What follows belongs to an exercise in optimizing a design on an open flow for small area and a short achievable clock period; a production flow would make more cautious choices. Where RTL was checked, it was by simulation tests only, not by an equivalence proof against the original. Only the layout flow was run in run 2; the RTL was not checked for function there. Power is estimated from default activity; no workload was simulated.

`flow/standard.sh`:
```
#!/bin/bash
# synth_recipe.tcl (not shown) runs the flow's synth.tcl, then flattens the netlist and writes it again
# the make line also repeats each setting of config.mk as NAME=value (left out here)
make -C /OpenROAD-flow-scripts/flow DESIGN_CONFIG=/design/flow/config.mk WORK_HOME=/design/flow/orfs CLKGATE_MAP_FILE= SYNTH_SCRIPT=/design/flow/synth_recipe.tcl "${@:-finish}"
```
`flow/design.v`:
```
module ic_locate_net (
    input  wire [23:0]  synd,
    output wire [175:0] z
);
    wire p8 = synd[1] ^ synd[7];
    wire p9 = synd[2] ^ synd[7];
    wire p10 = synd[3] ^ synd[7];
    wire p11 = synd[0] ^ synd[6];
    wire p12 = synd[1] ^ synd[6];
    wire p13 = synd[7] ^ p12;
    wire p14 = synd[2] ^ synd[6];
    wire p15 = synd[7] ^ p14;
    wire p16 = synd[5] ^ synd[7];
    wire p17 = synd[0] ^ synd[5];
    wire p18 = synd[6] ^ p17;
    wire p19 = synd[1] ^ synd[5];
    wire p20 = synd[6] ^ synd[7];
    wire p21 = p19 ^ p20;
    wire p22 = synd[4] ^ synd[6];
    wire p23 = synd[4] ^ synd[5];
    wire p24 = synd[7] ^ p23;
    wire p25 = synd[0] ^ synd[4];
    wire p26 = synd[5] ^ synd[6];
    wire p27 = p25 ^ p26;
    wire p28 = synd[3] ^ synd[5];
    wire p29 = synd[7] ^ p28;
    wire p30 = synd[3] ^ synd[4];
    wire p31 = p20 ^ p30;
    wire p32 = synd[5] ^ p30;
    wire p33 = synd[2] ^ synd[4];
    wire p34 = p20 ^ p33;
    wire p35 = synd[2] ^ synd[3];
    wire p36 = p26 ^ p35;
    wire p37 = synd[4] ^ p35;
    wire p38 = synd[1] ^ synd[3];
    wire p39 = p26 ^ p38;
    wire p40 = synd[1] ^ synd[2];
    wire p41 = p23 ^ p40;
    wire p42 = p10 ^ p40;
    wire p43 = synd[0] ^ synd[2];
    wire p44 = p24 ^ p43;
    wire p45 = synd[0] ^ synd[1];
    wire p46 = p30 ^ p45;
    wire p47 = p14 ^ p45;
    wire p48 = synd[7] ^ p22;
    wire p49 = p38 ^ p48;
    wire p50 = p10 ^ p43;
    wire p51 = synd[5] ^ p45;
    wire p52 = synd[6] ^ p28;
    wire p53 = p43 ^ p52;
    wire p54 = p20 ^ p40;
    wire p55 = synd[7] ^ p25;
    wire p56 = synd[6] ^ p30;
    wire p57 = p45 ^ p56;
    wire p58 = p26 ^ p55;
    wire p59 = synd[2] ^ synd[5];
    wire p60 = synd[7] ^ p59;
    wire p61 = synd[3] ^ synd[6];
    wire p62 = p40 ^ p48;
    wire p63 = p23 ^ p35;
    wire p64 = synd[0] ^ synd[3];
    wire p65 = synd[7] ^ p26;
    wire p66 = p64 ^ p65;
    wire p67 = synd[1] ^ synd[4];
    wire p68 = p20 ^ p67;
    wire p69 = p23 ^ p43;
    wire p70 = p20 ^ p35;
    wire p71 = p45 ^ p70;
    wire p72 = p23 ^ p38;
    wire p73 = p26 ^ p33;
    wire p74 = p43 ^ p61;
    wire p75 = synd[6] ^ p23;
    wire p76 = p45 ^ p75;
    wire p77 = synd[3] ^ p40;
    wire p78 = p30 ^ p43;
    wire p79 = p45 ^ p48;
    wire p80 = synd[4] ^ synd[7];
    wire p81 = p35 ^ p80;
    wire p82 = synd[2] ^ p45;
    assign z[0] = synd[8] ^ synd[0];
    assign z[1] = synd[9] ^ synd[1];
    assign z[2] = synd[10] ^ synd[2];
    assign z[3] = synd[11] ^ synd[3];
    assign z[4] = synd[12] ^ synd[4];
    assign z[5] = synd[13] ^ synd[5];
    assign z[6] = synd[14] ^ synd[6];
    assign z[7] = synd[15] ^ synd[7];
    assign z[8] = synd[16] ^ synd[0];
    assign z[9] = synd[17] ^ synd[1];
    assign z[10] = synd[18] ^ synd[2];
    assign z[11] = synd[19] ^ synd[3];
    assign z[12] = synd[20] ^ synd[4];
    assign z[13] = synd[21] ^ synd[5];
    assign z[14] = synd[22] ^ synd[6];
    assign z[15] = synd[23] ^ synd[7];
    assign z[16] = synd[8] ^ synd[7];
    assign z[17] = synd[9] ^ synd[0];
    assign z[18] = synd[10] ^ p8;
    assign z[19] = synd[11] ^ p9;
    assign z[20] = synd[12] ^ p10;
    assign z[21] = synd[13] ^ synd[4];
    assign z[22] = synd[14] ^ synd[5];
    assign z[23] = synd[15] ^ synd[6];
    assign z[24] = synd[16] ^ synd[6];
    assign z[25] = synd[17] ^ synd[7];
    assign z[26] = synd[18] ^ p11;
    assign z[27] = synd[19] ^ p13;
    assign z[28] = synd[20] ^ p15;
    assign z[29] = synd[21] ^ p10;
    assign z[30] = synd[22] ^ synd[4];
    assign z[31] = synd[23] ^ synd[5];
    assign z[32] = synd[8] ^ synd[6];
    assign z[33] = synd[9] ^ synd[7];
    assign z[34] = synd[10] ^ p11;
    assign z[35] = synd[11] ^ p13;
    assign z[36] = synd[12] ^ p15;
    assign z[37] = synd[13] ^ p10;
    assign z[38] = synd[14] ^ synd[4];
    assign z[39] = synd[15] ^ synd[5];
    assign z[40] = synd[16] ^ synd[4];
    assign z[41] = synd[17] ^ synd[5];
    assign z[42] = synd[18] ^ p22;
    assign z[43] = synd[19] ^ p24;
    assign z[44] = synd[20] ^ p27;
    assign z[45] = synd[21] ^ p21;
    assign z[46] = synd[22] ^ p15;
    assign z[47] = synd[23] ^ p10;
    assign z[48] = synd[8] ^ synd[5];
    assign z[49] = synd[9] ^ synd[6];
    assign z[50] = synd[10] ^ p16;
    assign z[51] = synd[11] ^ p18;
    assign z[52] = synd[12] ^ p21;
    assign z[53] = synd[13] ^ p15;
    assign z[54] = synd[14] ^ p10;
    assign z[55] = synd[15] ^ synd[4];
    assign z[56] = synd[16] ^ p15;
    assign z[57] = synd[17] ^ p10;
    assign z[58] = synd[18] ^ p34;
    assign z[59] = synd[19] ^ p36;
    assign z[60] = synd[20] ^ p37;
    assign z[61] = synd[21] ^ p32;
    assign z[62] = synd[22] ^ p27;
    assign z[63] = synd[23] ^ p21;
    assign z[64] = synd[8] ^ synd[4];
    assign z[65] = synd[9] ^ synd[5];
    assign z[66] = synd[10] ^ p22;
    assign z[67] = synd[11] ^ p24;
    assign z[68] = synd[12] ^ p27;
    assign z[69] = synd[13] ^ p21;
    assign z[70] = synd[14] ^ p15;
    assign z[71] = synd[15] ^ p10;
    assign z[72] = synd[16] ^ p27;
    assign z[73] = synd[17] ^ p21;
    assign z[74] = synd[18] ^ p44;
    assign z[75] = synd[19] ^ p46;
    assign z[76] = synd[20] ^ p47;
    assign z[77] = synd[21] ^ p42;
    assign z[78] = synd[22] ^ p37;
    assign z[79] = synd[23] ^ p32;
    assign z[80] = synd[8] ^ p10;
    assign z[81] = synd[9] ^ synd[4];
    assign z[82] = synd[10] ^ p29;
    assign z[83] = synd[11] ^ p31;
    assign z[84] = synd[12] ^ p32;
    assign z[85] = synd[13] ^ p27;
    assign z[86] = synd[14] ^ p21;
    assign z[87] = synd[15] ^ p15;
    assign z[88] = synd[16] ^ p37;
    assign z[89] = synd[17] ^ p32;
    assign z[90] = synd[18] ^ p53;
    assign z[91] = synd[19] ^ p54;
    assign z[92] = synd[20] ^ p55;
    assign z[93] = synd[21] ^ p51;
    assign z[94] = synd[22] ^ p47;
    assign z[95] = synd[23] ^ p42;
    assign z[96] = synd[8] ^ p15;
    assign z[97] = synd[9] ^ p10;
    assign z[98] = synd[10] ^ p34;
    assign z[99] = synd[11] ^ p36;
    assign z[100] = synd[12] ^ p37;
    assign z[101] = synd[13] ^ p32;
    assign z[102] = synd[14] ^ p27;
    assign z[103] = synd[15] ^ p21;
    assign z[104] = synd[16] ^ p47;
    assign z[105] = synd[17] ^ p42;
    assign z[106] = synd[18] ^ p57;
    assign z[107] = synd[19] ^ p58;
    assign z[108] = synd[20] ^ p60;
    assign z[109] = synd[21] ^ p61;
    assign z[110] = synd[22] ^ p55;
    assign z[111] = synd[23] ^ p51;
    assign z[112] = synd[8] ^ p21;
    assign z[113] = synd[9] ^ p15;
    assign z[114] = synd[10] ^ p39;
    assign z[115] = synd[11] ^ p41;
    assign z[116] = synd[12] ^ p42;
    assign z[117] = synd[13] ^ p37;
    assign z[118] = synd[14] ^ p32;
    assign z[119] = synd[15] ^ p27;
    assign z[120] = synd[16] ^ p55;
    assign z[121] = synd[17] ^ p51;
    assign z[122] = synd[18] ^ p62;
    assign z[123] = synd[19] ^ p63;
    assign z[124] = synd[20] ^ p66;
    assign z[125] = synd[21] ^ p68;
    assign z[126] = synd[22] ^ p60;
    assign z[127] = synd[23] ^ p61;
    assign z[128] = synd[8] ^ p27;
    assign z[129] = synd[9] ^ p21;
    assign z[130] = synd[10] ^ p44;
    assign z[131] = synd[11] ^ p46;
    assign z[132] = synd[12] ^ p47;
    assign z[133] = synd[13] ^ p42;
    assign z[134] = synd[14] ^ p37;
    assign z[135] = synd[15] ^ p32;
    assign z[136] = synd[16] ^ p60;
    assign z[137] = synd[17] ^ p61;
    assign z[138] = synd[18] ^ p69;
    assign z[139] = synd[19] ^ p71;
    assign z[140] = synd[20] ^ p72;
    assign z[141] = synd[21] ^ p73;
    assign z[142] = synd[22] ^ p66;
    assign z[143] = synd[23] ^ p68;
    assign z[144] = synd[8] ^ p32;
    assign z[145] = synd[9] ^ p27;
    assign z[146] = synd[10] ^ p49;
    assign z[147] = synd[11] ^ p50;
    assign z[148] = synd[12] ^ p51;
    assign z[149] = synd[13] ^ p47;
    assign z[150] = synd[14] ^ p42;
    assign z[151] = synd[15] ^ p37;
    assign z[152] = synd[16] ^ p66;
    assign z[153] = synd[17] ^ p68;
    assign z[154] = synd[18] ^ p74;
    assign z[155] = synd[19] ^ p76;
    assign z[156] = synd[20] ^ p77;
    assign z[157] = synd[21] ^ p78;
    assign z[158] = synd[22] ^ p72;
    assign z[159] = synd[23] ^ p73;
    assign z[160] = synd[8] ^ p37;
    assign z[161] = synd[9] ^ p32;
    assign z[162] = synd[10] ^ p53;
    assign z[163] = synd[11] ^ p54;
    assign z[164] = synd[12] ^ p55;
    assign z[165] = synd[13] ^ p51;
    assign z[166] = synd[14] ^ p47;
    assign z[167] = synd[15] ^ p42;
    assign z[168] = synd[16] ^ p72;
    assign z[169] = synd[17] ^ p73;
    assign z[170] = synd[18] ^ p79;
    assign z[171] = synd[19] ^ p81;
    assign z[172] = synd[20] ^ p45;
    assign z[173] = synd[21] ^ p82;
    assign z[174] = synd[22] ^ p77;
    assign z[175] = synd[23] ^ p78;
endmodule
module ic_encoder (
    input  wire [63:0] data,
    output wire [23:0] check
);
    wire e64 = data[40] ^ data[41];
    wire e65 = data[59] ^ data[43];
    wire e66 = data[51] ^ e64;
    wire e67 = data[62] ^ data[19];
    wire e68 = data[55] ^ data[46];
    wire e69 = data[38] ^ data[6];
    wire e70 = data[60] ^ data[17];
    wire e71 = data[61] ^ data[21];
    wire e72 = data[54] ^ data[11];
    wire e73 = data[52] ^ e65;
    wire e74 = data[35] ^ data[23];
    wire e75 = data[47] ^ data[39];
    wire e76 = data[26] ^ data[16];
    wire e77 = data[53] ^ data[44];
    wire e78 = data[56] ^ data[25];
    wire e79 = data[49] ^ data[36];
    wire e80 = data[57] ^ data[24];
    wire e81 = data[42] ^ data[27];
    wire e82 = data[45] ^ data[30];
    wire e83 = data[28] ^ e66;
    wire e84 = data[58] ^ data[48];
    wire e85 = data[50] ^ data[7];
    wire e86 = data[63] ^ data[20];
    wire e87 = data[12] ^ data[14];
    wire e88 = data[5] ^ e73;
    wire e89 = data[31] ^ data[13];
    wire e90 = data[37] ^ e74;
    wire e91 = data[22] ^ e67;
    wire e92 = data[8] ^ e69;
    wire e93 = data[33] ^ e75;
    wire e94 = e70 ^ e81;
    wire e95 = e72 ^ e77;
    wire e96 = data[18] ^ e71;
    wire e97 = data[32] ^ data[2];
    wire e98 = data[34] ^ data[4];
    wire e99 = e76 ^ e80;
    wire e100 = data[10] ^ e68;
    wire e101 = e78 ^ e82;
    wire e102 = e83 ^ e86;
    wire e103 = data[9] ^ data[1];
    wire e104 = data[58] ^ data[3];
    wire e105 = data[28] ^ data[29];
    wire e106 = data[0] ^ e79;
    wire e107 = e84 ^ e87;
    wire e108 = e85 ^ e90;
    wire e109 = data[54] ^ e96;
    wire e110 = e88 ^ e93;
    wire e111 = data[18] ^ data[15];
    wire e112 = data[52] ^ data[42];
    wire e113 = data[53] ^ data[20];
    wire e114 = data[56] ^ data[12];
    wire e115 = data[9] ^ data[7];
    wire e116 = data[61] ^ data[5];
    wire e117 = e71 ^ e97;
    wire e118 = data[36] ^ e98;
    wire e119 = e97 ^ e104;
    wire e120 = e82 ^ e114;
    wire e121 = e69 ^ e79;
    wire e122 = data[29] ^ e85;
    wire e123 = data[0] ^ e76;
    wire e124 = e68 ^ e89;
    wire e125 = e67 ^ e87;
    wire e126 = data[59] ^ e66;
    wire e127 = data[32] ^ e91;
    wire e128 = data[13] ^ e106;
    wire e129 = e78 ^ e92;
    wire e130 = data[6] ^ e94;
    wire e131 = data[60] ^ e92;
    wire e132 = data[24] ^ e95;
    wire e133 = e80 ^ e107;
    wire e134 = data[15] ^ e99;
    wire e135 = data[25] ^ e83;
    wire e136 = data[37] ^ data[38];
    wire e137 = data[49] ^ data[19];
    wire e138 = data[51] ^ data[46];
    wire e139 = data[47] ^ data[33];
    wire e140 = data[48] ^ data[16];
    wire e141 = data[57] ^ data[62];
    wire e142 = data[22] ^ data[5];
    wire e143 = data[55] ^ data[17];
    wire e144 = data[37] ^ data[31];
    wire e145 = data[26] ^ data[31];
    wire e146 = data[39] ^ data[30];
    wire e147 = e68 ^ e111;
    wire e148 = data[19] ^ e112;
    wire e149 = data[23] ^ e70;
    wire e150 = data[34] ^ e103;
    wire e151 = e74 ^ e113;
    wire e152 = data[1] ^ e137;
    wire e153 = data[45] ^ e72;
    wire e154 = data[20] ^ e139;
    wire e155 = data[3] ^ e115;
    wire e156 = data[46] ^ e89;
    wire e157 = data[40] ^ e75;
    wire e158 = e84 ^ e98;
    wire e159 = data[41] ^ e105;
    wire e160 = data[35] ^ e77;
    wire e161 = data[38] ^ e116;
    wire e162 = data[14] ^ e99;
    wire e163 = e86 ^ e93;
    wire e164 = e73 ^ e100;
    wire e165 = e96 ^ e153;
    wire e166 = e118 ^ e119;
    wire e167 = data[10] ^ e95;
    wire e168 = e121 ^ e142;
    wire e169 = e95 ^ e105;
    wire e170 = data[50] ^ e124;
    wire e171 = e101 ^ e123;
    wire e172 = data[45] ^ e94;
    wire e173 = e122 ^ e146;
    wire e174 = data[12] ^ e108;
    wire e175 = e126 ^ e128;
    wire e176 = e91 ^ e130;
    wire e177 = e65 ^ e131;
    wire e178 = e154 ^ e166;
    wire e179 = e108 ^ e157;
    wire e180 = data[44] ^ e109;
    wire e181 = data[11] ^ e88;
    wire e182 = e133 ^ e145;
    wire e183 = e102 ^ e117;
    wire e184 = e110 ^ e155;
    wire e185 = e102 ^ e120;
    wire e186 = e72 ^ e135;
    wire e187 = data[39] ^ data[16];
    wire e188 = data[24] ^ data[7];
    wire e189 = data[44] ^ data[29];
    wire e190 = data[56] ^ data[21];
    wire e191 = data[63] ^ data[34];
    wire e192 = data[36] ^ data[23];
    wire e193 = data[57] ^ data[48];
    wire e194 = data[27] ^ data[10];
    wire e195 = data[57] ^ data[26];
    wire e196 = data[14] ^ data[15];
    wire e197 = data[43] ^ data[47];
    wire e198 = data[29] ^ data[13];
    wire e199 = data[43] ^ data[6];
    wire e200 = data[27] ^ data[18];
    wire e201 = data[49] ^ data[42];
    wire e202 = data[52] ^ data[43];
    wire e203 = data[25] ^ data[8];
    wire e204 = data[9] ^ data[10];
    wire e205 = data[50] ^ data[4];
    wire e206 = e84 ^ e187;
    wire e207 = data[8] ^ e85;
    wire e208 = e103 ^ e136;
    wire e209 = e87 ^ e188;
    wire e210 = data[9] ^ e138;
    wire e211 = data[35] ^ e71;
    wire e212 = e113 ^ e136;
    wire e213 = e70 ^ e98;
    wire e214 = e140 ^ e141;
    wire e215 = e143 ^ e191;
    wire e216 = data[58] ^ e65;
    wire e217 = e79 ^ e86;
    wire e218 = e68 ^ e141;
    wire e219 = e144 ^ e192;
    wire e220 = data[21] ^ e69;
    wire e221 = e103 ^ e193;
    wire e222 = data[1] ^ e74;
    wire e223 = e143 ^ e194;
    wire e224 = e78 ^ e195;
    wire e225 = data[60] ^ e81;
    wire e226 = e197 ^ e198;
    wire e227 = e75 ^ e80;
    wire e228 = e112 ^ e199;
    wire e229 = data[7] ^ e70;
    wire e230 = data[49] ^ e67;
    wire e231 = e84 ^ e138;
    wire e232 = e89 ^ e201;
    wire e233 = data[2] ^ e202;
    wire e234 = e203 ^ e204;
    wire e235 = data[61] ^ e76;
    wire e236 = e79 ^ e81;
    wire e237 = e82 ^ e89;
    wire e238 = e104 ^ e111;
    wire e239 = e64 ^ e76;
    wire e240 = e144 ^ e205;
    wire e241 = e147 ^ e206;
    wire e242 = e148 ^ e149;
    wire e243 = e207 ^ e208;
    wire e244 = e117 ^ e150;
    wire e245 = e151 ^ e209;
    wire e246 = data[3] ^ e93;
    wire e247 = e100 ^ e107;
    wire e248 = e90 ^ e148;
    wire e249 = e189 ^ e210;
    wire e250 = e100 ^ e118;
    wire e251 = e120 ^ e140;
    wire e252 = e211 ^ e212;
    wire e253 = e90 ^ e156;
    wire e254 = e190 ^ e213;
    wire e255 = e101 ^ e116;
    wire e256 = e216 ^ e217;
    wire e257 = e122 ^ e123;
    wire e258 = e218 ^ e219;
    wire e259 = e106 ^ e151;
    wire e260 = e220 ^ e221;
    wire e261 = e125 ^ e222;
    wire e262 = e64 ^ e101;
    wire e263 = e119 ^ e152;
    wire e264 = e77 ^ e91;
    wire e265 = e90 ^ e158;
    wire e266 = e196 ^ e224;
    wire e267 = e91 ^ e96;
    wire e268 = e100 ^ e121;
    wire e269 = e158 ^ e159;
    wire e270 = e160 ^ e225;
    wire e271 = e94 ^ e147;
    wire e272 = e161 ^ e226;
    wire e273 = e101 ^ e124;
    wire e274 = e125 ^ e159;
    wire e275 = e227 ^ e228;
    wire e276 = e161 ^ e200;
    wire e277 = e92 ^ e149;
    wire e278 = e230 ^ e231;
    wire e279 = e150 ^ e232;
    wire e280 = e66 ^ e160;
    wire e281 = e233 ^ e234;
    wire e282 = e73 ^ e115;
    wire e283 = e235 ^ e236;
    wire e284 = e237 ^ e238;
    wire e285 = e125 ^ e239;
    wire e286 = e127 ^ e129;
    wire e287 = e162 ^ e163;
    wire e288 = e242 ^ e243;
    wire e289 = e128 ^ e164;
    wire e290 = e244 ^ e245;
    wire e291 = e132 ^ e152;
    wire e292 = e246 ^ e247;
    wire e293 = e131 ^ e165;
    wire e294 = e248 ^ e249;
    wire e295 = e127 ^ e250;
    wire e296 = e251 ^ e252;
    wire e297 = e163 ^ e167;
    wire e298 = e168 ^ e214;
    wire e299 = e253 ^ e254;
    wire e300 = e133 ^ e165;
    wire e301 = e168 ^ e215;
    wire e302 = e169 ^ e255;
    wire e303 = e257 ^ e258;
    wire e304 = e88 ^ e170;
    wire e305 = e259 ^ e260;
    wire e306 = e171 ^ e223;
    wire e307 = e109 ^ e134;
    wire e308 = e156 ^ e262;
    wire e309 = e94 ^ e126;
    wire e310 = e129 ^ e162;
    wire e311 = e170 ^ e264;
    wire e312 = e109 ^ e172;
    wire e313 = e265 ^ e266;
    wire e314 = e88 ^ e134;
    wire e315 = e267 ^ e268;
    wire e316 = e269 ^ e270;
    wire e317 = e132 ^ e271;
    wire e318 = e273 ^ e274;
    wire e319 = e127 ^ e229;
    wire e320 = e132 ^ e171;
    wire e321 = e277 ^ e278;
    wire e322 = e83 ^ e129;
    wire e323 = e134 ^ e173;
    wire e324 = e130 ^ e173;
    wire e325 = e280 ^ e281;
    wire e326 = e167 ^ e282;
    wire e327 = e283 ^ e284;
    wire e328 = e164 ^ e169;
    wire e329 = e172 ^ e240;
    wire e330 = e174 ^ e175;
    wire e331 = e241 ^ e286;
    wire e332 = e175 ^ e287;
    wire e333 = e176 ^ e289;
    wire e334 = e177 ^ e291;
    wire e335 = e178 ^ e293;
    wire e336 = e295 ^ e296;
    wire e337 = e297 ^ e298;
    wire e338 = e179 ^ e300;
    wire e339 = e176 ^ e179;
    wire e340 = e256 ^ e302;
    wire e341 = e177 ^ e180;
    wire e342 = e304 ^ e305;
    wire e343 = e181 ^ e261;
    wire e344 = e110 ^ e174;
    wire e345 = e263 ^ e307;
    wire e346 = e178 ^ e309;
    wire e347 = e310 ^ e311;
    wire e348 = e102 ^ e312;
    wire e349 = e314 ^ e315;
    wire e350 = e272 ^ e317;
    wire e351 = e180 ^ e275;
    wire e352 = e182 ^ e276;
    wire e353 = e110 ^ e320;
    wire e354 = e181 ^ e279;
    wire e355 = e322 ^ e323;
    wire e356 = e182 ^ e324;
    wire e357 = e135 ^ e326;
    wire e358 = e285 ^ e328;
    wire e359 = e330 ^ e331;
    wire e360 = e288 ^ e332;
    wire e361 = e290 ^ e333;
    wire e362 = e183 ^ e292;
    wire e363 = e294 ^ e335;
    wire e364 = e184 ^ e336;
    wire e365 = e299 ^ e337;
    wire e366 = e301 ^ e338;
    wire e367 = e339 ^ e340;
    wire e368 = e185 ^ e303;
    wire e369 = e186 ^ e342;
    wire e370 = e183 ^ e306;
    wire e371 = e308 ^ e344;
    wire e372 = e346 ^ e347;
    wire e373 = e184 ^ e313;
    wire e374 = e316 ^ e349;
    wire e375 = e185 ^ e350;
    wire e376 = e318 ^ e351;
    wire e377 = e186 ^ e319;
    wire e378 = e321 ^ e353;
    wire e379 = e354 ^ e355;
    wire e380 = e325 ^ e356;
    wire e381 = e327 ^ e357;
    wire e382 = e329 ^ e358;
    wire e383 = e334 ^ e362;
    wire e384 = e341 ^ e368;
    wire e385 = e343 ^ e370;
    wire e386 = e345 ^ e371;
    wire e387 = e348 ^ e373;
    wire e388 = e352 ^ e377;
    assign check[16] = e359;
    assign check[17] = e360;
    assign check[18] = e361;
    assign check[19] = e383;
    assign check[20] = e363;
    assign check[21] = e364;
    assign check[22] = e365;
    assign check[23] = e366;
    assign check[8] = e367;
    assign check[9] = e384;
    assign check[10] = e369;
    assign check[11] = e385;
    assign check[12] = e386;
    assign check[13] = e372;
    assign check[14] = e387;
    assign check[15] = e374;
    assign check[0] = e375;
    assign check[1] = e376;
    assign check[2] = e388;
    assign check[3] = e378;
    assign check[4] = e379;
    assign check[5] = e380;
    assign check[6] = e381;
    assign check[7] = e382;
endmodule
module ic_syndrome (
    input  wire [87:0] word,
    output wire [23:0] synd
);
    wire x88 = word[75] ^ word[54];
    wire x89 = word[82] ^ word[76];
    wire x90 = word[84] ^ word[36];
    wire x91 = word[68] ^ word[62];
    wire x92 = word[81] ^ word[60];
    wire x93 = word[72] ^ word[30];
    wire x94 = word[61] ^ word[55];
    wire x95 = word[69] ^ word[63];
    wire x96 = word[70] ^ word[23];
    wire x97 = word[80] ^ word[59];
    wire x98 = word[29] ^ word[22];
    wire x99 = word[47] ^ word[15];
    wire x100 = word[50] ^ word[43];
    wire x101 = word[67] ^ word[46];
    wire x102 = word[66] ^ word[31];
    wire x103 = word[73] ^ word[38];
    wire x104 = word[78] ^ word[37];
    wire x105 = word[74] ^ word[39];
    wire x106 = word[83] ^ word[71];
    wire x107 = x88 ^ x92;
    wire x108 = x89 ^ x94;
    wire x109 = word[58] ^ x93;
    wire x110 = word[51] ^ word[44];
    wire x111 = word[64] ^ word[52];
    wire x112 = word[48] ^ word[42];
    wire x113 = word[65] ^ word[53];
    wire x114 = word[57] ^ word[45];
    wire x115 = word[77] ^ x106;
    wire x116 = x97 ^ x103;
    wire x117 = x105 ^ x107;
    wire x118 = word[86] ^ word[79];
    wire x119 = word[32] ^ word[14];
    wire x120 = word[41] ^ word[35];
    wire x121 = word[27] ^ word[21];
    wire x122 = word[40] ^ word[28];
    wire x123 = word[26] ^ word[20];
    wire x124 = x98 ^ x100;
    wire x125 = word[85] ^ x104;
    wire x126 = word[34] ^ x122;
    wire x127 = x119 ^ x123;
    wire x128 = x91 ^ x95;
    wire x129 = word[33] ^ x121;
    wire x130 = x96 ^ x120;
    wire x131 = x90 ^ x112;
    wire x132 = x102 ^ x116;
    wire x133 = word[87] ^ x109;
    wire x134 = word[56] ^ word[49];
    wire x135 = x111 ^ x114;
    wire x136 = x99 ^ x113;
    wire x137 = x95 ^ x115;
    wire x138 = x110 ^ x125;
    wire x139 = x101 ^ x108;
    wire x140 = x126 ^ x128;
    wire x141 = x127 ^ x131;
    wire x142 = word[49] ^ word[25];
    wire x143 = word[77] ^ word[37];
    wire x144 = word[53] ^ word[47];
    wire x145 = word[68] ^ word[61];
    wire x146 = word[64] ^ word[0];
    wire x147 = word[51] ^ word[43];
    wire x148 = word[84] ^ word[1];
    wire x149 = word[52] ^ word[45];
    wire x150 = word[36] ^ word[24];
    wire x151 = word[80] ^ word[8];
    wire x152 = word[39] ^ word[31];
    wire x153 = word[73] ^ word[9];
    wire x154 = word[69] ^ word[21];
    wire x155 = word[82] ^ word[34];
    wire x156 = word[87] ^ word[7];
    wire x157 = word[83] ^ word[35];
    wire x158 = word[74] ^ word[50];
    wire x159 = word[29] ^ word[13];
    wire x160 = word[78] ^ word[54];
    wire x161 = word[86] ^ word[46];
    wire x162 = word[58] ^ word[18];
    wire x163 = word[44] ^ word[4];
    wire x164 = word[30] ^ word[6];
    wire x165 = word[11] ^ word[15];
    wire x166 = word[59] ^ word[3];
    wire x167 = word[56] ^ word[16];
    wire x168 = word[57] ^ word[17];
    wire x169 = word[81] ^ word[75];
    wire x170 = word[71] ^ word[23];
    wire x171 = x118 ^ x145;
    wire x172 = x88 ^ x99;
    wire x173 = word[22] ^ x161;
    wire x174 = word[19] ^ x113;
    wire x175 = x100 ^ x134;
    wire x176 = word[10] ^ x158;
    wire x177 = word[65] ^ x96;
    wire x178 = x101 ^ x149;
    wire x179 = x110 ^ x124;
    wire x180 = x129 ^ x130;
    wire x181 = x108 ^ x172;
    wire x182 = word[67] ^ x129;
    wire x183 = word[2] ^ x135;
    wire x184 = x124 ^ x181;
    wire x185 = word[66] ^ x180;
    wire x186 = x117 ^ x171;
    wire x187 = x133 ^ x179;
    wire x188 = x111 ^ x139;
    wire x189 = x102 ^ x141;
    wire x190 = x132 ^ x178;
    wire x191 = x138 ^ x148;
    wire x192 = x117 ^ x140;
    wire x193 = word[27] ^ word[20];
    wire x194 = word[81] ^ word[1];
    wire x195 = word[48] ^ word[32];
    wire x196 = word[51] ^ word[5];
    wire x197 = word[79] ^ word[55];
    wire x198 = word[40] ^ word[5];
    wire x199 = word[18] ^ word[4];
    wire x200 = word[47] ^ word[30];
    wire x201 = word[13] ^ word[6];
    wire x202 = word[70] ^ word[57];
    wire x203 = word[76] ^ word[55];
    wire x204 = word[69] ^ word[9];
    wire x205 = word[26] ^ word[12];
    wire x206 = word[60] ^ word[12];
    wire x207 = word[72] ^ word[17];
    wire x208 = word[78] ^ word[36];
    wire x209 = word[37] ^ word[3];
    wire x210 = word[19] ^ word[11];
    wire x211 = word[61] ^ word[45];
    wire x212 = word[68] ^ word[28];
    wire x213 = word[82] ^ word[10];
    wire x214 = word[85] ^ word[16];
    wire x215 = word[72] ^ word[40];
    wire x216 = word[62] ^ word[38];
    wire x217 = word[42] ^ word[2];
    wire x218 = word[70] ^ word[14];
    wire x219 = word[62] ^ word[8];
    wire x220 = word[52] ^ word[20];
    wire x221 = word[85] ^ word[53];
    wire x222 = word[64] ^ word[23];
    wire x223 = word[79] ^ word[0];
    wire x224 = word[60] ^ word[29];
    wire x225 = word[65] ^ word[41];
    wire x226 = word[73] ^ word[12];
    wire x227 = word[32] ^ word[25];
    wire x228 = word[43] ^ word[31];
    wire x229 = word[66] ^ word[26];
    wire x230 = word[75] ^ word[27];
    wire x231 = word[42] ^ word[14];
    wire x232 = word[44] ^ word[38];
    wire x233 = word[83] ^ word[77];
    wire x234 = word[70] ^ word[15];
    wire x235 = word[74] ^ word[7];
    wire x236 = word[48] ^ word[41];
    wire x237 = x90 ^ x206;
    wire x238 = x99 ^ x156;
    wire x239 = x162 ^ x226;
    wire x240 = x101 ^ x213;
    wire x241 = x144 ^ x193;
    wire x242 = x92 ^ x105;
    wire x243 = word[33] ^ x205;
    wire x244 = x154 ^ x231;
    wire x245 = x194 ^ x225;
    wire x246 = word[80] ^ x98;
    wire x247 = x114 ^ x118;
    wire x248 = word[63] ^ x90;
    wire x249 = x150 ^ x164;
    wire x250 = x150 ^ x209;
    wire x251 = x114 ^ x196;
    wire x252 = x143 ^ x211;
    wire x253 = x89 ^ x200;
    wire x254 = x97 ^ x104;
    wire x255 = x168 ^ x222;
    wire x256 = x157 ^ x210;
    wire x257 = x159 ^ x235;
    wire x258 = x163 ^ x220;
    wire x259 = x208 ^ x214;
    wire x260 = x104 ^ x147;
    wire x261 = x93 ^ x232;
    wire x262 = word[28] ^ x134;
    wire x263 = x162 ^ x217;
    wire x264 = x143 ^ x165;
    wire x265 = x146 ^ x151;
    wire x266 = word[33] ^ x142;
    wire x267 = x199 ^ x227;
    wire x268 = word[24] ^ x215;
    wire x269 = x164 ^ x216;
    wire x270 = x106 ^ x118;
    wire x271 = x167 ^ x169;
    wire x272 = word[67] ^ x166;
    wire x273 = word[5] ^ x159;
    wire x274 = x94 ^ x163;
    wire x275 = x155 ^ x236;
    wire x276 = word[76] ^ x212;
    wire x277 = x154 ^ x221;
    wire x278 = x91 ^ x157;
    wire x279 = x166 ^ x224;
    wire x280 = x153 ^ x160;
    wire x281 = x160 ^ x218;
    wire x282 = x146 ^ x202;
    wire x283 = x89 ^ x207;
    wire x284 = x155 ^ x229;
    wire x285 = x98 ^ x169;
    wire x286 = x91 ^ x204;
    wire x287 = x153 ^ x168;
    wire x288 = word[63] ^ x152;
    wire x289 = x90 ^ x233;
    wire x290 = x152 ^ x234;
    wire x291 = x147 ^ x230;
    wire x292 = x91 ^ x228;
    wire x293 = word[49] ^ x151;
    wire x294 = x203 ^ x219;
    wire x295 = x170 ^ x197;
    wire x296 = x170 ^ x198;
    wire x297 = x144 ^ x156;
    wire x298 = x167 ^ x195;
    wire x299 = x245 ^ x266;
    wire x300 = x177 ^ x267;
    wire x301 = x239 ^ x249;
    wire x302 = x174 ^ x243;
    wire x303 = x238 ^ x295;
    wire x304 = x177 ^ x294;
    wire x305 = x131 ^ x174;
    wire x306 = x244 ^ x262;
    wire x307 = x112 ^ x130;
    wire x308 = x173 ^ x260;
    wire x309 = x269 ^ x281;
    wire x310 = x176 ^ x263;
    wire x311 = x103 ^ x175;
    wire x312 = x136 ^ x250;
    wire x313 = x115 ^ x253;
    wire x314 = x130 ^ x254;
    wire x315 = x125 ^ x175;
    wire x316 = x282 ^ x289;
    wire x317 = x127 ^ x136;
    wire x318 = x116 ^ x274;
    wire x319 = word[22] ^ x271;
    wire x320 = x259 ^ x286;
    wire x321 = x223 ^ x261;
    wire x322 = x165 ^ x283;
    wire x323 = x115 ^ x136;
    wire x324 = x278 ^ x297;
    wire x325 = x109 ^ x296;
    wire x326 = x246 ^ x251;
    wire x327 = x247 ^ x290;
    wire x328 = x268 ^ x298;
    wire x329 = x256 ^ x291;
    wire x330 = x126 ^ x285;
    wire x331 = x201 ^ x241;
    wire x332 = x248 ^ x264;
    wire x333 = x257 ^ x292;
    wire x334 = x273 ^ x277;
    wire x335 = x237 ^ x258;
    wire x336 = x279 ^ x280;
    wire x337 = x240 ^ x255;
    wire x338 = x182 ^ x327;
    wire x339 = x176 ^ x182;
    wire x340 = x284 ^ x310;
    wire x341 = x109 ^ x304;
    wire x342 = x142 ^ x305;
    wire x343 = x275 ^ x331;
    wire x344 = x242 ^ x325;
    wire x345 = x293 ^ x308;
    wire x346 = x132 ^ x332;
    wire x347 = x312 ^ x337;
    wire x348 = x313 ^ x314;
    wire x349 = x137 ^ x307;
    wire x350 = x128 ^ x316;
    wire x351 = x132 ^ x183;
    wire x352 = x288 ^ x303;
    wire x353 = x317 ^ x319;
    wire x354 = x276 ^ x335;
    wire x355 = x315 ^ x321;
    wire x356 = x140 ^ x318;
    wire x357 = x141 ^ x323;
    wire x358 = x287 ^ x299;
    wire x359 = x173 ^ x309;
    wire x360 = x265 ^ x328;
    wire x361 = x138 ^ x302;
    wire x362 = x107 ^ x137;
    wire x363 = x322 ^ x326;
    wire x364 = x272 ^ x329;
    wire x365 = x133 ^ x336;
    wire x366 = x117 ^ x139;
    wire x367 = x135 ^ x300;
    wire x368 = x108 ^ x311;
    wire x369 = x301 ^ x330;
    wire x370 = x306 ^ x324;
    wire x371 = x270 ^ x320;
    wire x372 = x252 ^ x334;
    wire x373 = x133 ^ x183;
    wire x374 = x333 ^ x348;
    wire x375 = x190 ^ x343;
    wire x376 = x357 ^ x365;
    wire x377 = x192 ^ x363;
    wire x378 = x137 ^ x341;
    wire x379 = x191 ^ x338;
    wire x380 = x186 ^ x347;
    wire x381 = x189 ^ x192;
    wire x382 = x346 ^ x367;
    wire x383 = x355 ^ x362;
    wire x384 = x339 ^ x356;
    wire x385 = x184 ^ x350;
    wire x386 = x366 ^ x370;
    wire x387 = x184 ^ x371;
    wire x388 = x188 ^ x369;
    wire x389 = x190 ^ x361;
    wire x390 = x345 ^ x373;
    wire x391 = x185 ^ x188;
    wire x392 = x353 ^ x384;
    wire x393 = x381 ^ x390;
    wire x394 = x368 ^ x379;
    wire x395 = x351 ^ x387;
    wire x396 = x185 ^ x377;
    wire x397 = x376 ^ x391;
    wire x398 = x189 ^ x383;
    wire x399 = x342 ^ x374;
    wire x400 = x344 ^ x389;
    wire x401 = x187 ^ x382;
    wire x402 = x191 ^ x378;
    wire x403 = x349 ^ x388;
    wire x404 = x186 ^ x375;
    wire x405 = x187 ^ x380;
    assign synd[0] = x360;
    assign synd[1] = x358;
    assign synd[2] = x340;
    assign synd[3] = x364;
    assign synd[4] = x354;
    assign synd[5] = x372;
    assign synd[6] = x359;
    assign synd[7] = x352;
    assign synd[8] = x385;
    assign synd[9] = x402;
    assign synd[10] = x395;
    assign synd[11] = x405;
    assign synd[12] = x401;
    assign synd[13] = x400;
    assign synd[14] = x404;
    assign synd[15] = x386;
    assign synd[16] = x398;
    assign synd[17] = x394;
    assign synd[18] = x393;
    assign synd[19] = x397;
    assign synd[20] = x392;
    assign synd[21] = x396;
    assign synd[22] = x403;
    assign synd[23] = x399;
endmodule
module ic_locate (
    input  wire [23:0] synd,      
    output wire [10:0] fit        
);
    wire [175:0] z;
    ic_locate_net u_net (.synd(synd), .z(z));
    genvar s;
    generate
        for (s = 0; s < 11; s = s + 1) begin : g_sym
            assign fit[s] = ~|z[16*(10-s) +: 16];
        end
    endgenerate
endmodule
module ic_decoder (
    input  wire [87:0] word,
    input  wire [7:0]  s0,        
    input  wire [10:0] fit,
    output wire [87:0] fixed,     
    output wire        ce,        
    output wire        ue,        
    output wire [3:0]  sym        
);
    wire nz0 = |s0;
    genvar s;
    generate
        for (s = 0; s < 11; s = s + 1) begin : g_sym
            assign fixed[87-8*s -: 8] = word[87-8*s -: 8] ^ ({8{fit[s]}} & s0);
        end
    endgenerate
    assign ce     = nz0 & (|fit);
    assign sym[0] = nz0 & (fit[1] | fit[3] | fit[5] | fit[7] | fit[9]);
    assign sym[1] = nz0 & (fit[2] | fit[3] | fit[6] | fit[7] | fit[10]);
    assign sym[2] = nz0 & (fit[4] | fit[5] | fit[6] | fit[7]);
    assign sym[3] = nz0 & (fit[8] | fit[9] | fit[10]);
    assign ue     = (nz0 | ~fit[10]) & ~ce;
endmodule
module ic_line_codec (
    input  wire         clk,
    input  wire         rst,             
    input  wire         rd_valid,
    input  wire [351:0] rd_line,         
    output wire         rd_out_valid,
    output wire [351:0] rd_out_line,     
    output wire [3:0]   rd_out_ce,
    output wire [3:0]   rd_out_ue,
    output wire [15:0]  rd_out_sym,      
    input  wire         wr_valid,
    input  wire [255:0] wr_data,         
    output reg          wr_out_valid,
    output reg  [95:0]  wr_out_check     
);
    wire [95:0] synd;
    wire [43:0] fit;
    wire [95:0] check;
    reg         rd_v_q;
    reg [351:0] rd_line_q;
    reg [31:0]  s0_q;
    reg [43:0]  fit_q;
    genvar l;
    generate
        for (l = 0; l < 4; l = l + 1) begin : g_lane
            ic_syndrome u_syn (
                .word (rd_line[88*l +: 88]),
                .synd (synd[24*l +: 24])
            );
            ic_locate u_loc (
                .synd (synd[24*l +: 24]),
                .fit  (fit[11*l +: 11])
            );
            ic_decoder u_dec (
                .word  (rd_line_q[88*l +: 88]),
                .s0    (s0_q[8*l +: 8]),
                .fit   (fit_q[11*l +: 11]),
                .fixed (rd_out_line[88*l +: 88]),
                .ce    (rd_out_ce[l]),
                .ue    (rd_out_ue[l]),
                .sym   (rd_out_sym[4*l +: 4])
            );
            ic_encoder u_enc (
                .data  (wr_data[64*l +: 64]),
                .check (check[24*l +: 24])
            );
            always @(posedge clk)
                s0_q[8*l +: 8] <= synd[24*l +: 8];
        end
    endgenerate
    always @(posedge clk) begin
        if (rst) begin
            rd_v_q       <= 1'b0;
            wr_out_valid <= 1'b0;
        end else begin
            rd_v_q       <= rd_valid;
            wr_out_valid <= wr_valid;
        end
        rd_line_q    <= rd_line;
        fit_q        <= fit;
        wr_out_check <= check;
    end
    assign rd_out_valid = rd_v_q;
endmodule
```
`flow/flow/run.sh`:
```
#!/bin/bash
# The standard layout, with every input and output port buffered by a plain
# buffer cell instead of the one buffer_ports picks by default, and timing
# repair limited to resizing, pin swaps and cloning.
set -euo pipefail
export BUFFER_PORTS_ARGS="-buffer_cell sky130_fd_sc_hd__buf_2"
export SETUP_MOVE_SEQUENCE="unbuffer,sizeup,swap,clone"
bash standard.sh > standard.log 2>&1
```
`flow/config.mk`:
```
export PLATFORM = sky130hd
export DESIGN_NAME = ic_line_codec
export DESIGN_NICKNAME = ic_line_codec
export VERILOG_FILES = /design/flow/design.v
export SDC_FILE = /design/flow/constraint.sdc
export NUM_CORES = 4
export LEC_CHECK = 0
export CAP_MARGIN = 20
export CORE_MARGIN = 2
export CORE_UTILIZATION = 55
export SETUP_SLACK_MARGIN = 2.2
export SLEW_MARGIN = 20
```
`flow/constraint.sdc`:
```
create_clock -name core_clock -period 6.0 [get_ports {clk}]
set_input_delay 1.2000 -clock core_clock [delete_from_list [all_inputs] [get_ports {clk}]]
set_output_delay 1.2000 -clock core_clock [all_outputs]
set_load 0.01 [all_outputs]
```
==> impl_metrics.env, run 1 <==
export IMPL_finalSetupTns_ps=0
export IMPL_peakVddDrop_v=0.0004729
export IMPL_cts_inserted_buffers=66
export IMPL_cts_max_path_buffers=3
export IMPL_syn_instance_count=5313
export IMPL_postLayoutCoreUtil_pct=69.68
export IMPL_seq_area_frac_synth_pct=20.61
export IMPL_critical_path_cell_by_cell="buf_6 -> xnor3_1 -> xnor3_2 -> xnor2_4 -> xnor2_4 -> xnor2_2 -> xor2_1 -> nor4_2 -> nand4_1 -> a2111oi_0"
export IMPL_timing_critical_path_arrival_ps=4430
export IMPL_netlist_area_um2=51090
export IMPL_detailroute_via_count=44930
export IMPL_htree_num_levels=3
export IMPL_final_antenna_net_count=0
export IMPL_finish_net_count=6958
export IMPL_filler_cells_inserted=7108
export IMPL_dp_hpwl_um=180800
export IMPL_path_max_fanout=5
export IMPL_critical_path_slowest_cell="sky130_fd_sc_hd__xnor2_4"
export IMPL_max_cap_violations=0
export IMPL_antenna_violations_before_repair=31
export IMPL_cts_tree="yes"
export IMPL_syn_mean_instance_area_um2=9.616
export IMPL_area_growth_pct=25.21
export IMPL_share_of_final_layout_standard_cells_stronger_than_drive_strength_1_pct=27.07
export IMPL_yosys_register_bits=526
export IMPL_num_rows=111
export IMPL_die_height_um=308.8
export IMPL_top_level_ports=1086
export IMPL_core_um2=91800
export IMPL_final_setup_worst_slack_ps=2081
export IMPL_viasPerCell=5.868
export IMPL_drt_pre_antenna_iters=6
export IMPL_routability_congestion=1.087
export IMPL_placed_cells_incl_taps=7484
export IMPL_p_total_mw=52.55
export IMPL_timing_critical_path_to="fit_q[12]"
export IMPL_finalCritPeriodShare_pct=65.31
export IMPL_clock_power_share_pct=8.5
export IMPL_asyncSetResetFlopFracSynth_pct=0
export IMPL_port_buffer_count=1085
export IMPL_die_area_um2=95340
export IMPL_crit_top_cell="sky130_fd_sc_hd__xnor2_4"
export IMPL_cell_internal_pwr_mw=25.07
export IMPL_power_density_nw_per_um2=821.5
export IMPL_worst_setup_path_end_kind="register"
export IMPL_crit_type="in2reg"
export IMPL_report_final_setup_viol=0
export IMPL_hold_class="in2reg"
export IMPL_p_comb_share_pct=81.9
export IMPL_synth_edf_count=0
export IMPL_post_place_ws_ps=1089
export IMPL_detail_route_iter0_violations=6068
export IMPL_outcome="complete, no violations"
export IMPL_rsz_0062_raised_after_global_routing="true"
export IMPL_grt_start_max_net_pins=23
export IMPL_clockRootBuffer="sky130_fd_sc_hd__clkbuf_16"
export IMPL_power_switching_mw=27.47
export IMPL_fmax_mhz=255.2
export IMPL_starting_density_of_the_core_pct=55.65
export IMPL_synth_ff_type="sky130_fd_sc_hd__dfxtp_1"
export IMPL_timing_final_hold_violations=0
export IMPL_finish_cell_count_without_fillers=7657
export IMPL_netlist_cell_type_count=68
export IMPL_grt_first_pass_wirelength_um=308600
export IMPL_layout_cells_most_common_list="sky130_fd_sc_hd__xnor2_1 (2249), sky130_fd_sc_hd__buf_2 (1073), sky130_fd_sc_hd__xor2_1 (586)"
export IMPL_synth_top_cell_area_share_pct=41.50
export IMPL_critPathLaunchType="input pin"
export IMPL_cts_num_sinks=526
export IMPL_yosys_top_cells_area="sky130_fd_sc_hd__xnor2_1 (42%), sky130_fd_sc_hd__dfxtp_1 (21%), sky130_fd_sc_hd__xor2_1 (11%)"
export IMPL_fraction_of_power_consumed_by_sequential_logic_pct=9.6
export IMPL_switching_share_pct=52.29
export IMPL_die_width_um=308.8
export IMPL_most_common_cell_after_layout_fill_and_taps_aside="sky130_fd_sc_hd__xnor2_1"
export IMPL_finalWorstPathRequiredPeriod_ps=3919
export IMPL_most_area_hungry_cell_type_in_the_yosys_netlist="sky130_fd_sc_hd__xnor2_1"
export IMPL_grt_ovfl_total=0
export IMPL_drc_violation_count_after_routing=0
export IMPL_slew_worst_pin_ps=1065
export IMPL_clkTransAtPathRegs_ps=60
export IMPL_slew_violations=0
export IMPL_cts_setup_buffers=0
export IMPL_post_cts_hold_buffer_count=0
export IMPL_slowest_delay_ps=670
export IMPL_crit_start="rd_line[138]"
export IMPL_required_ps=6520
export IMPL_finalWirelength_um=229400
export IMPL_max_slew_margin_pct=28.49
export IMPL_grt_total_usage_pct=45.32
export IMPL_syn_nets=5925
export IMPL_avgRoutedWirePerCell_um=29.95
export IMPL_yosys_warnings=1
export IMPL_cellLeakagePower_nw=25.71
export IMPL_first_global_vias=42100
critical path, delay by kind of cell:
kind / cells / cell delay [ps]
buf+inv: 1 / 160
xor+xnor: 6 / 2190
compound gates: 1 / 430
simple gates: 2 / 440
logic make-up after synthesis:
family / Yosys count / synth area share (%)
AO/OA/AOI/OAI: 183 / 2.491
XOR/XNOR: 3346 / 65.00
buffers and inverters: 257 / 2.087
flip-flops: 526 / 20.61
multiplexers: 28 / 0.5559
AND/OR/NAND/NOR: 973 / 9.255
flip-flops by register name, indices dropped and copies added (netlist names):
name / cells
wr_out_check: 96
fit_q: 44
wr_out_valid: 1
rd_v_q: 1
rd_line_q: 352
s0_q: 32
power groups by stage:
stage                     registers [mW]  logic, mW  clock network, mW
after floorplan                     4.62       29.3                  0
after global placement              5.06       37.8                  0
after detailed placement            5.07       38.1                  0
after CTS                           5.00       39.6               4.44
after global routing                5.06       44.8               4.59
final                               5.06       43.0               4.45
synthesized netlist by cell type (all sizes together) (31+ instances only):
| cell | count |
|---|---|
| buf | 68 |
| nand3 | 60 |
| xnor2 | 2456 |
| nor2 | 96 |
| or3 | 31 |
| xnor3 | 224 |
| nand2 | 421 |
| nor3 | 99 |
| and3 | 49 |
| clkbuf | 170 |
| dfxtp | 526 |
| a21oi | 31 |
| xor2 | 639 |
| nor4 | 59 |
per-stage QoR:
step / area, µm² / hold WS, ps
after global placement: 58550 / 1337
after floorplan: 52060 / 1228
after CTS: 62040 / 652.1
final: 63970 / 654.7
after global routing: 63950 / 651.9
after detailed placement: 58550 / 1338
per-layer routing:
metal	vias to the layer above	wire length (µm)	GRT usage [%]
met5	-	127	0
met2	3321	100100	69.37
met4	22	13980	21.93
met3	838	29270	12.80
li1	19150	-	-
met1	21600	85870	58.78
final cells by class:
| class | count | area (µm²) | area share, % |
|---|---|---|---|
| Inverter | 19 | 96.34 | 0.1506 |
| Clock buffer | 80 | 1826 | 2.854 |
| Multi-Input combinational cell | 4567 | 43220 | 67.57 |
| Tap cell | 1243 | 1555 | 2.431 |
| Timing Repair Buffer | 1166 | 6113 | 9.557 |
| Antenna cell | 16 | 40.04 | 0.06259 |
| Sequential cell | 526 | 10540 | 16.47 |
| Clock inverter | 40 | 576.8 | 0.9017 |
what timing repair did:
action                                  4_1_cts  5_1_grt
cloned                                       16       21
resized for setup                           137      248
endpoints found under the hold margin         0        0
endpoints found under the setup margin       48       45
pin swaps                                    41      105
how the worst min path moves through the flow:
| stage | startpoint | end | slack [ps] | depth (start not counted) |
|---|---|---|---|---|
| CTS | rd_line[201] | rd_line_q[201] | 650 | 1 |
| finish | rd_line[198] | rd_line_q[198] | 650 | 1 |
| detailed placement | rd_line[201] | rd_line_q[201] | 1340 | 1 |
| global placement | rd_line[201] | rd_line_q[201] | 1340 | 1 |
| floorplan | rd_line[0] | rd_line_q[0] | 1230 | 0 |
| global route | rd_line[198] | rd_line_q[198] | 650 | 1 |
==> inputs of run 2 (changes only) <==
--- a/flow/design.v
+++ b/flow/design.v
@@ -997,9 +997,9 @@
     input  wire         rd_valid,
     input  wire [351:0] rd_line,         
-    output wire         rd_out_valid,
-    output wire [351:0] rd_out_line,     
-    output wire [3:0]   rd_out_ce,
-    output wire [3:0]   rd_out_ue,
-    output wire [15:0]  rd_out_sym,      
+    output reg          rd_out_valid,
+    output reg  [351:0] rd_out_line,     
+    output reg  [3:0]   rd_out_ce,
+    output reg  [3:0]   rd_out_ue,
+    output reg  [15:0]  rd_out_sym,      
     input  wire         wr_valid,
     input  wire [255:0] wr_data,         
@@ -1007,11 +1007,14 @@
     output reg  [95:0]  wr_out_check     
 );
-    wire [95:0] synd;
-    wire [43:0] fit;
-    wire [95:0] check;
+    wire [95:0]  synd;
+    wire [43:0]  fit;
+    wire [351:0] fixed;
+    wire [3:0]   ce;
+    wire [3:0]   ue;
+    wire [15:0]  sym;
+    wire [95:0]  check;
     reg         rd_v_q;
     reg [351:0] rd_line_q;
-    reg [31:0]  s0_q;
-    reg [43:0]  fit_q;
+    reg [95:0]  synd_q;
     genvar l;
     generate
@@ -1022,15 +1025,15 @@
             );
             ic_locate u_loc (
-                .synd (synd[24*l +: 24]),
+                .synd (synd_q[24*l +: 24]),
                 .fit  (fit[11*l +: 11])
             );
             ic_decoder u_dec (
                 .word  (rd_line_q[88*l +: 88]),
-                .s0    (s0_q[8*l +: 8]),
-                .fit   (fit_q[11*l +: 11]),
-                .fixed (rd_out_line[88*l +: 88]),
-                .ce    (rd_out_ce[l]),
-                .ue    (rd_out_ue[l]),
-                .sym   (rd_out_sym[4*l +: 4])
+                .s0    (synd_q[24*l +: 8]),
+                .fit   (fit[11*l +: 11]),
+                .fixed (fixed[88*l +: 88]),
+                .ce    (ce[l]),
+                .ue    (ue[l]),
+                .sym   (sym[4*l +: 4])
             );
             ic_encoder u_enc (
@@ -1038,6 +1041,4 @@
                 .check (check[24*l +: 24])
             );
-            always @(posedge clk)
-                s0_q[8*l +: 8] <= synd[24*l +: 8];
         end
     endgenerate
@@ -1045,13 +1046,18 @@
         if (rst) begin
             rd_v_q       <= 1'b0;
+            rd_out_valid <= 1'b0;
             wr_out_valid <= 1'b0;
         end else begin
             rd_v_q       <= rd_valid;
+            rd_out_valid <= rd_v_q;
             wr_out_valid <= wr_valid;
         end
         rd_line_q    <= rd_line;
-        fit_q        <= fit;
+        synd_q       <= synd;
+        rd_out_line  <= fixed;
+        rd_out_ce    <= ce;
+        rd_out_ue    <= ue;
+        rd_out_sym   <= sym;
         wr_out_check <= check;
     end
-    assign rd_out_valid = rd_v_q;
 endmodule
==> flow/flow/run.sh (replaced) <==
#!/bin/bash
# The standard layout, with every input and output port buffered by a plain
# buffer cell instead of the one buffer_ports picks by default.
set -euo pipefail
export BUFFER_PORTS_ARGS="-buffer_cell sky130_fd_sc_hd__buf_2"
bash standard.sh > standard.log 2>&1
--- a/flow/config.mk
+++ b/flow/config.mk
@@ -9,4 +9,4 @@
 export CORE_MARGIN = 2
 export CORE_UTILIZATION = 55
-export SETUP_SLACK_MARGIN = 2.2
+export SETUP_SLACK_MARGIN = 3.3
 export SLEW_MARGIN = 20
==> impl_metrics.env, run 2 <==
export IMPL_crit_reg2reg_launch="synd_q[5]"
export IMPL_post_cts_hold_buffer_count=0
export IMPL_area_growth_pct=31.94
export IMPL_highest_signal_layer="met5"
export IMPL_first_global_vias=48660
export IMPL_grt_start_max_net_pins=36
export IMPL_syn_instance_count=6113
export IMPL_finalCritPeriodShare_pct=48.93
export IMPL_finish_cell_count_without_fillers=8995
export IMPL_clock_power_share_pct=12.6
export IMPL_clockRootBuffer="sky130_fd_sc_hd__clkbuf_16"
export IMPL_most_area_hungry_cell_type_in_the_yosys_netlist="sky130_fd_sc_hd__xnor2_1"
export IMPL_detail_route_iter0_violations=6137
export IMPL_hold_class="reg2reg"
export IMPL_netlist_cell_type_count=86
export IMPL_required_ps=6570
export IMPL_starting_density_of_the_core_pct=55.32
export IMPL_final_antenna_net_count=0
export IMPL_drt_pre_antenna_iters=6
export IMPL_critical_path_top_delay_family="simple AND/OR/NAND/NOR gates"
export IMPL_grt_total_usage_pct=44.09
export IMPL_worst_setup_path_end_kind="register"
export IMPL_timing_hold_worst_path_depth=1
export IMPL_layout_cells_most_common_list="sky130_fd_sc_hd__xnor2_1 (2581), sky130_fd_sc_hd__buf_2 (1085), sky130_fd_sc_hd__dfxtp_1 (844)"
export IMPL_regToRegSetupSlack_ps=3060
export IMPL_most_common_cell_after_layout_fill_and_taps_aside="sky130_fd_sc_hd__xnor2_1"
export IMPL_placed_cells_incl_taps=8376
export IMPL_max_cap_violations=0
export IMPL_yosys_top_cells_area="sky130_fd_sc_hd__xnor2_1 (40%), sky130_fd_sc_hd__dfxtp_1 (31%), sky130_fd_sc_hd__xor2_1 (11%)"
export IMPL_yosys_register_bits=923
export IMPL_routability_congestion=1.058
export IMPL_netlist_area_um2=59140
export IMPL_finalWirelength_um=262100
export IMPL_timing_final_hold_violations=0
export IMPL_finalWorstPathRequiredPeriod_ps=2936
export IMPL_wl_met3_um=30120
export IMPL_power_switching_mw=23.37
export IMPL_clkTransAtPathRegs_ps=60
export IMPL_r2r_worst_path_cells=11
export IMPL_grt_ovfl_total=0
export IMPL_grt_first_pass_wirelength_um=351200
export IMPL_core_um2=106900
export IMPL_cell_internal_pwr_mw=27.23
export IMPL_cts_tree="yes"
export IMPL_timing_rr_end="rd_out_ue[0]"
export IMPL_die_width_um=331.9
export IMPL_cts_num_sinks=923
export IMPL_port_buffer_count=1085
export IMPL_syn_nets=6741
export IMPL_path_max_fanout=8
export IMPL_share_of_final_layout_standard_cells_stronger_than_drive_strength_1_pct=31.27
export IMPL_power_density_nw_per_um2=648.4
export IMPL_syn_mean_instance_area_um2=9.674
export IMPL_yosys_cell_count_top_type="sky130_fd_sc_hd__xnor2_1"
export IMPL_routedLengthMet1_um=97010
export IMPL_synth_edf_count=0
export IMPL_num_rows=120
export IMPL_outcome="complete, no violations"
export IMPL_drc_violation_count_after_routing=0
export IMPL_clock_latency_ps=700
export IMPL_avgRoutedWirePerCell_um=29.14
export IMPL_buf_inv_on_cp=4
export IMPL_p_comb_share_pct=68.6
export IMPL_antenna_violations_before_repair=59
export IMPL_wl_met2_um=115800
export IMPL_ff_latch_area_um2=18650
export IMPL_asyncSetResetFlopFracSynth_pct=0
export IMPL_critical_path_cell_by_cell="buf_12 -> buf_4 -> xnor2_1 -> and3_1 -> o21ai_0 -> nor4_2 -> nor4bb_4 -> buf_4 -> buf_12 -> nor3_2 -> a31o_1"
export IMPL_max_slew_margin_pct=33.25
export IMPL_htree_num_levels=3
export IMPL_seq_area_frac_synth_pct=31.24
export IMPL_finish_net_count=8088
export IMPL_die_height_um=331.9
export IMPL_cts_inserted_buffers=96
export IMPL_slowest_delay_ps=440
export IMPL_cellLeakagePower_nw=30.80
export IMPL_synth_top_cell_area_share_pct=40.45
export IMPL_top_level_ports=1086
export IMPL_yosys_warnings=1
export IMPL_slew_violations=0
export IMPL_dp_hpwl_um=194500
export IMPL_report_final_setup_viol=0
export IMPL_end_point_of_the_worst_hold_path="rd_out_line[71]"
export IMPL_synth_ff_type="sky130_fd_sc_hd__dfxtp_1"
export IMPL_worst_clock_skew_ps=36.55
export IMPL_viasPerCell=5.712
export IMPL_critical_path_slowest_cell="sky130_fd_sc_hd__nor4_2"
export IMPL_crit_type="reg2reg"
export IMPL_critPathLaunchType="register"
export IMPL_synth_commonest_cells="sky130_fd_sc_hd__xnor2_1 (2731), sky130_fd_sc_hd__dfxtp_1 (923), sky130_fd_sc_hd__xor2_1 (746)"
export IMPL_peakVddDrop_v=0.0003817
export IMPL_die_area_um2=110200
export IMPL_cts_max_path_buffers=3
export IMPL_largest_registers="rd_line_q x352, rd_out_line x352"
export IMPL_timing_critical_path_arrival_ps=3510
export IMPL_switching_share_pct=46.19
export IMPL_fraction_of_power_consumed_by_sequential_logic_pct=18.9
export IMPL_multi_input_area_um2=43490
export IMPL_finalSetupTns_ps=0
export IMPL_rsz_0062_raised_after_global_routing="true"
export IMPL_fmax_mhz=340.6
export IMPL_slew_worst_pin_ps=994.1
export IMPL_worst_hold_startpoint="rd_line_q[71]"
export IMPL_filler_cells_inserted=7737
export IMPL_detailroute_via_count=51380
-- run 2: cell count changes after synthesis, sizes merged, moves of 23 or more --
cell / before / now
dfxtp: 526 / 923
xnor2: 2456 / 2751
xnor3: 224 / 31
xor2: 639 / 751
buf: 68 / 150
and3: 49 / 90
clkbuf: 170 / 132
inv: 16 / 43
mux2i: 25 / 48
-- run 2: worst max-delay path by stage --
stage | slack, ps | endpoint | cells past startpoint | start
3_5_place_dp | 1990 | rd_out_line[68] | 10 | synd_q[1]
2_1_floorplan | 3070 | rd_out_ue[0] | 14 | synd_q[4]
4_1_cts | 3180 | rd_out_ce[2] | 10 | synd_q[54]
3_3_place_gp | 2050 | rd_out_line[68] | 10 | synd_q[1]
5_1_grt | 3000 | rd_out_line[338] | 13 | synd_q[77]
6_report | 3060 | rd_out_ue[0] | 11 | synd_q[5]
-- run 2: cells by family after synthesis --
logic type      synth area share (%)
compound gates                 2.698
xor+xnor                       53.70
fa+ha+maj                     0.3385
buf+inv                        2.325
flops                          31.24
mux                           0.9267
simple gates                   8.767
-- run 2: power by group through the flow --
stage                     combinational, mW  clock, mW  sequential, mW
after floorplan                        21.4          0            7.96
after global placement                 25.6          0            9.80
after detailed placement               25.9          0            9.79
after CTS                              29.9       6.35            9.28
after global routing                   36.2       6.60            9.54
final                                  34.7       6.36            9.54
-- run 2: layer usage --
metal / vias up / global-route usage (%)
li1: 22040 / -
met4: 18 / 23.58
met2: 3659 / 70.10
met1: 24650 / 55.22
met5: - / 0
met3: 1018 / 10.71
-- run 2: area by class of cell --
class                   count  area share, %
flip-flops and latches    923          23.90
diodes                     51         0.1636
clock buffers             131          3.454
clock inverters            48         0.8306
multi-input cells        4864          55.74
inverters                  46         0.3143
well taps                1403          2.250
repair buffers           1529          13.34
-- run 2: metrics by stage --
step | cell area, µm² | utilization [%] | power [mW] | hold slack [ps] | setup slack, ps
6_report | 78030 | 72.99 | 50.59 | 414.7 | 3064
5_1_grt | 77980 | 72.95 | 52.31 | 426.4 | 3002
4_1_cts | 74090 | 69.31 | 45.50 | 414.5 | 3180
3_5_place_dp | 66790 | 62.48 | 35.70 | 411.3 | 1990
3_3_place_gp | 66780 | 62.47 | 35.37 | 405.2 | 2050
2_1_floorplan | 60830 | - | 29.39 | 404.3 | 3073
-- run 2: timing repair --
action	in CTS	in global routing
resized for setup	312	466
setup buffers	220	142
pin swaps	81	189
setup endpoints to repair	368	307
cloned	16	11

re-timing with driven ports:
The results above use ideal ports. As a check the final layouts listed here were re-extracted and re-timed, cells and wires unchanged. Step 1: set_driving_cell puts a clkbuf_16 on clk and a buf_2 on each other input, an assumption about the parent block. Step 2 times the ports against the registers' clock, not the clock port: input delays grow and output delays shrink by t, the midpoint of the rising clock arrivals with the driver on. a / b / c = ideal ports / drivers / drivers and shift; a / b = the first two.
run | t (ns) | setup slack, ns | slew at the worst register clock pin (ns)
run 1 | 0.726 | 2.081 / 2.108 / 1.382 | 0.07 / 0.07
run 2 | 0.770 | 3.064 / 3.064 / 2.536 | 0.07 / 0.07
After both steps every run listed still meets setup and hold. The setup slack of run 1, which loses most, moves by +0.027 ns with the drivers and by -0.699 ns with both steps.
